What follows belongs to an exercise in optimizing a design on an open flow for small area, a short achievable clock period and few clock cycles; a production flow would make more cautious choices.
At most, simulation tests tie the RTL to the original design; equivalence was not proved.
Power and IR drop assume default switching activity.

== run a ==
Design qsc_decoder, start of the top module:
module qsc_decoder (
    input  wire        clk,
    input  wire        rst,
    input  wire        cmd_valid,
    output wire        cmd_ready,
    input  wire [5:0]  cmd_width_m1,
    input  wire [5:0]  cmd_lines_m1,
    input  wire        cmd_hist_reset,
    input  wire [14:0] cmd_nbytes,
    input  wire [7:0]  cmd_fill,
    input  wire        in_valid,
    output wire        in_ready,
    input  wire [7:0]  in_data,
    output wire        out_valid,
    input  wire        out_ready,
    output wire [7:0]  out_pix,
    output wire        done,
    output wire [2:0]  status
);
make LEC_CHECK=0 CAP_MARGIN=20 CORE_MARGIN=2 CORE_UTILIZATION=40 CTS_CLUSTER_DIAMETER=80 CTS_CLUSTER_SIZE=24 SETUP_SLACK_MARGIN=5 SLEW_MARGIN=20 finish   # period 12.0 ns
run.sh (not shown) runs the stock make flow with config.mk's settings and CLKGATE_MAP_FILE= SYNTH_SCRIPT=/design/flow/synth_recipe.tcl, a recipe that flattens the netlist after the stock synthesis.
Testbench counts of run a, summed over its fixed seeds: cycles 146,447.
#### Input delta (run b over run a)
-- flow/design.v --
<<< run a, line 135
        end
    endfunction
    function [7:0] addm;
        input [7:0] p;
        input [7:0] mv;
        begin
            addm = p + ({1'b0, mv[7:1]} ^ {8{mv[0]}});
        end
    endfunction
>>> run b, line 135
        end
    endfunction
    function [8:0] add8;
        input [7:0] x;
        input [7:0] y;
        input       ci;
        reg [7:0] g, p, gg, pp, g2, p2;
        reg [8:0] c;
        integer n, d;
        begin
            g = x & y;
            p = x ^ y;
            gg = g;
            pp = p;
            for (d = 1; d < 8; d = d * 2) begin
                g2 = gg;
                p2 = pp;
                for (n = d; n < 8; n = n + 1) begin
                    g2[n] = gg[n] | (pp[n] & gg[n - d]);
                    p2[n] = pp[n] & pp[n - d];
                end
                gg = g2;
                pp = p2;
            end
            c[0] = ci;
            for (n = 0; n < 8; n = n + 1) c[n + 1] = gg[n] | (pp[n] & ci);
            add8 = {c[8], p ^ c[7:0]};
        end
    endfunction
    function [7:0] addm;
        input [7:0] p;
        input [7:0] mv;
        reg [8:0] r;
        begin
            r = add8(p, {1'b0, mv[7:1]} ^ {8{mv[0]}}, 1'b0);
            addm = r[7:0];
        end
    endfunction
<<< run a, line 176
    wire        sel_m1 = at_top && !rbit && (jr == 4'd0);
    wire [4:0]  qe     = sel_m1 ? q - 5'd1 : q;
    wire        comb   = sel_m1 && (q <= 5'd22) && !z24;
    reg [7:0]  m_k   [0:7];
    reg [7:0]  pix_k [0:7];
>>> run b, line 205
    wire        sel_m1 = at_top && !rbit && (jr == 4'd0);
    wire [4:0]  qe     = sel_m1 ? q - 5'd1 : q;
    wire        comb   = sel_m1 && (bb[39:17] != 23'd0);       
    reg [7:0]  m_k   [0:7];
    reg [7:0]  pix_k [0:7];
<<< run a, line 196
    wire [5:0]  len_r = {1'b0, q} + 6'd1 + (esc ? 6'd8 : {3'd0, k});
    wire [5:0]  need_r = z24 ? 6'd24 : len_r;
    wire [5:0]  need_ub = z24 ? 6'd24 : esc ? 6'd32 : ({1'b0, q} + 6'd8);
    wire        more   = ibyte_v || (bytes_left != 15'd0);
    wire        r_ok   = (nbits >= need_ub) || !more;
    wire        r_short  = (nbits < need_r);
    wire        r_syntax = z24 || movf;
    wire [14:0] a_sum = {1'b0, a_cur} + {7'd0, m};
    wire        halve = (n_cur == 6'd63);
    wire [13:0] a_new = halve ? a_sum[14:1] : a_sum[13:0];
>>> run b, line 225
    wire [5:0]  len_r = {1'b0, q} + 6'd1 + (esc ? 6'd8 : {3'd0, k});
    wire [5:0]  need_r = z24 ? 6'd24 : len_r;
    wire        more   = ibyte_v || (bytes_left != 15'd0);
    reg [22:0] okpos;              
    always @(*) begin
        for (i = 0; i < 23; i = i + 1) okpos[22 - i] = (nbits >= i + 8);
    end
    wire        r_ok   = (nbits >= 6'd32) || ((bb[39:17] & okpos) != 23'd0) ||
                         (z24 && nbits >= 6'd24) || !more;
    wire        r_short  = (nbits < need_r);
    wire        r_syntax = z24 || movf;
    wire [8:0]  a_lo  = add8(a_cur[7:0], m, 1'b0);
    wire [6:0]  a_hi1 = {1'b0, a_cur[13:8]} + 7'd1;
    wire [14:0] a_sum = {a_lo[8] ? a_hi1 : {1'b0, a_cur[13:8]}, a_lo[7:0]};
    wire        halve = (n_cur == 6'd63);
    wire [13:0] a_new = halve ? a_sum[14:1] : a_sum[13:0];
[summary]
Run b completed every stage of the flow, and the final layout passed the timing, DRC and antenna checks.
Of run b and run a, it is run b that has the lower clock share of power.
Number of filler cells placed in the layout: run b and run a compared, higher one is run b
For run b, the highest layer used for signal routing was met4, unlike run a, where it was met5.
| xor/xnor share of the synthesized area | run b vs run a | 0.85 points higher |
Run b vs. run a: critical path depth went down, starting utilization of the core area went up, fraction of the mapped netlist area in compound gates went up, tap cell instance count went up.
For run b, only the layout was checked, not whether the RTL still works.

* * *

Another version of the RTL of qsc_decoder (not shown whole).
Size in the first run: about 4,200 cells after synthesis, ~1,100 flip-flops, ~64 I/O pins, roughly 53,000 um2 of cells after synthesis.
clock: 12.0 ns
lec_check: 0
cap_margin: 20
core_margin: 2
core_utilization: 40
cts_cluster_diameter: 100
cts_cluster_size: 30
setup_slack_margin: 4
slew_margin: 20
Edit:
--- a/flow/design.v
+++ b/flow/design.v
@@ -33,22 +33,24 @@
     reg        done_r;
     reg        done_pend;          
     reg [2:0]  stat;
     reg [5:0]  w_m1;
     reg [5:0]  l_m1;
     reg [7:0]  fill_val;
     reg [14:0] bytes_left;         
     reg [5:0]  j;
     reg [5:0]  ln;
     reg        zero_line;          
     reg [7:0]  a_r, b_r, c_r;
+    reg [1:0]  qb_r;               
+    reg [2:0]  kc [0:3];           
     reg [7:0]  r0;
     reg [7:0]  s32 [0:31];
     reg [7:0]  s16 [0:15];
     reg [7:0]  s8  [0:7];
     reg [7:0]  s4  [0:3];
     reg [7:0]  s2  [0:1];
     reg [7:0]  s1;
     reg [13:0] acc [0:15];         
     reg [5:0]  cnt_n [0:15];       
     reg [2:0]  kr [0:15];          
     reg [15:0] cv;                 
@@ -132,27 +134,36 @@
                 if (({8'd0, nv} << kk) >= av) kfor = kk[2:0];
         end
     endfunction
     function [7:0] addm;
         input [7:0] p;
         input [7:0] mv;
         begin
             addm = p + ({1'b0, mv[7:1]} ^ {8{mv[0]}});
         end
     endfunction
     wire       flat = (a_r == b_r) && (b_r == c_r);
-    wire [3:0] ctx  = {qz(absdiff(b_r, c_r)), qz(absdiff(a_r, c_r))};
+    wire [8:0] dac  = {1'b0, a_r} - {1'b0, c_r};
+    wire       le3  = dac[8] ? ((dac[8:2] == 7'h7f) && (dac[1:0] != 2'd0)) : (dac[8:2] == 7'd0);
+    wire       le15 = dac[8] ? ((dac[8:4] == 5'h1f) && (dac[3:0] != 4'd0)) : (dac[8:4] == 5'd0);
+    wire [1:0] qa   = (a_r == c_r) ? 2'd0 : le3 ? 2'd1 : le15 ? 2'd2 : 2'd3;
+    wire [3:0] ctx  = {qb_r, qa};
     wire       hit  = l_v && (lctx == ctx);
     wire       cvx  = cv[ctx];
     wire [2:0] k_l  = kfor(l_a, l_n);
-    wire [2:0] k    = hit ? k_l : cvx ? kr[ctx] : 3'd2;
+    reg  [2:0] kq [0:3];           
+    always @(*) begin
+        for (i = 0; i < 4; i = i + 1)
+            kq[i] = (l_v && lctx == {qb_r, i[1:0]}) ? k_l : kc[i];
+    end
+    wire [2:0] k    = kq[qa];
     wire [13:0] a_cur = hit ? l_a : cvx ? acc[ctx] : 14'd4;
     wire [5:0]  n_cur = hit ? l_n : cvx ? cnt_n[ctx] : 6'd1;
     wire [7:0] pred = med(a_r, b_r, c_r);
     reg [4:0]  q;
     reg [39:0] v;
     always @(*) begin
         v = bb;
         q = 5'd0;
         if (v[39:24] == 16'd0) begin q[4] = 1'b1; v = {v[23:0], 16'd0}; end
         if (v[39:32] == 8'd0)  begin q[3] = 1'b1; v = {v[31:0], 8'd0};  end
         if (v[39:36] == 4'd0)  begin q[2] = 1'b1; v = {v[35:0], 4'd0};  end
@@ -222,44 +233,58 @@
     wire [5:0] dsel = w_m1 - 6'd1;
     wire [7:0] in32 = r0;
     wire [7:0] in16 = dsel[5] ? s32[31] : in32;
     wire [7:0] in8  = dsel[4] ? s16[15] : in16;
     wire [7:0] in4  = dsel[3] ? s8[7]   : in8;
     wire [7:0] in2  = dsel[2] ? s4[3]   : in4;
     wire [7:0] in1  = dsel[1] ? s2[1]   : in2;
     wire [7:0] tap  = dsel[0] ? s1      : in1;
     wire       w1     = (w_m1 == 6'd0);
     wire [7:0] up     = (zero_line && !last_j) ? 8'd0 : tap;    
     wire [7:0] b_next = w1 ? value : up;
+    wire [1:0] qb_n   = last_j ? 2'd0 : qz(absdiff(up, b_r));
+    wire       acc_go = cmd_valid && cmd_ready_r;
+    wire [1:0] qb_sel = acc_go ? 2'd0 : emit ? qb_n : qb_r;
+    reg  [2:0] kc_n [0:3];
+    always @(*) begin
+        for (i = 0; i < 4; i = i + 1) begin
+            if (acc_go && cmd_hist_reset)             kc_n[i] = 3'd2;
+            else if (l_v && lctx == {qb_sel, i[1:0]}) kc_n[i] = k_l;
+            else if (cv[{qb_sel, i[1:0]}])            kc_n[i] = kr[{qb_sel, i[1:0]}];
+            else                                      kc_n[i] = 3'd2;
+        end
+    end
     wire fill_go = (state == S_ERR) && out_free;
     wire        merge  = ibyte_v && (nbits <= 6'd32);
     wire [39:0] bbm    = merge ? (bb | ({ibyte, 32'd0} >> nbits)) : bb;
     wire [5:0]  nbm    = merge ? nbits + 6'd8 : nbits;
     wire [5:0]  ulen   = go ? len : 6'd0;
     wire        in_hs  = in_valid && in_ready_r;
     wire        pix_out = emit || fill_go;
     assign cmd_ready = cmd_ready_r;
     assign in_ready  = in_ready_r;
     assign out_valid = ov;
     assign out_pix   = ofill ? fill_val : r0;
     assign done      = done_r;
     assign status    = stat;
     wire [14:0] bl_n = bytes_left - (in_hs ? 15'd1 : 15'd0);
     wire        ib_n = in_hs ? 1'b1 : (merge ? 1'b0 : ibyte_v);
     wire [5:0]  nb_n = nbm - ulen;
     always @(posedge clk) begin
         if (l_v) begin
             acc[lctx]   <= l_a;
             cnt_n[lctx] <= l_n;
             kr[lctx]    <= k_l;
         end
+        for (i = 0; i < 4; i = i + 1) kc[i] <= kc_n[i];
+        qb_r <= qb_sel;
         if (emit) begin
             r0 <= value;
             s32[0] <= in32;
             for (i = 1; i < 32; i = i + 1) s32[i] <= s32[i - 1];
             s16[0] <= in16;
             for (i = 1; i < 16; i = i + 1) s16[i] <= s16[i - 1];
             s8[0] <= in8;
             for (i = 1; i < 8; i = i + 1) s8[i] <= s8[i - 1];
             s4[0] <= in4;
             for (i = 1; i < 4; i = i + 1) s4[i] <= s4[i - 1];
             s2[0] <= in2;
=>
- The changed run went through all stages and came out clean
- non-clock buffer count drops by 24
- sequential share of layout area rose by 0.44 points
- cell count came out higher by 1.1%
- area after synthesis is higher by 1.3%
- cell area stays flat
- clock power hardly moves
- worst hold slack gets worse by 0.027 ns
- total power shrinks by 4.4%
- clock-buffer cell count goes up by 14
- setup slack barely changes
- utilization falls by 0.57 points
- global-route usage climbs by 1.4 points
- maximum frequency hardly moves
Testbench counts after the change, summed over its fixed seeds: cycles 146,447.
Only the layout flow was run in the first run of this note; the RTL was not checked for function there.

[afterwards: timing with drivers on the ports]
Ports are ideal in the flow. The routed layouts listed here were re-timed in OpenROAD. Step 1 (the two cells are an assumption about what drives the block):
set clk [get_ports {clk}]
set_driving_cell -lib_cell sky130_fd_sc_hd__clkbuf_16 $clk
set_driving_cell -lib_cell sky130_fd_sc_hd__buf_2 [delete_from_list [all_inputs] $clk]
Step 2 adds t to the input delays and takes it off the output delays; t is the mean of the earliest and latest rising clock arrival at the registers after step 1. Input paths then give back, and output paths get back, about the clock's delay inside the block. Slacks: ideal / step 1 / step 2; pairs: ideal / step 1.
run	t (ns)	setup slack, ns	worst setup path at the end	clock arrival spread, ns	cell pins on the clock port's net
run a	0.763	4.995 / 4.995 / 4.886	input to register	0.100 / 0.101	1
run b	0.768	5.153 / 5.153 / 5.041	input to register	0.102 / 0.103	1
the first run of note 2	0.734	4.320 / 4.320 / 4.320	register to register	0.065 / 0.065	1
the second run of note 2	0.740	4.321 / 4.321 / 4.321	register to register	0.095 / 0.095	1
After both steps every run listed still meets setup and hold. For run b, which loses most, drivers alone change the setup slack by 0.000 ns; drivers and shift together by -0.112 ns.
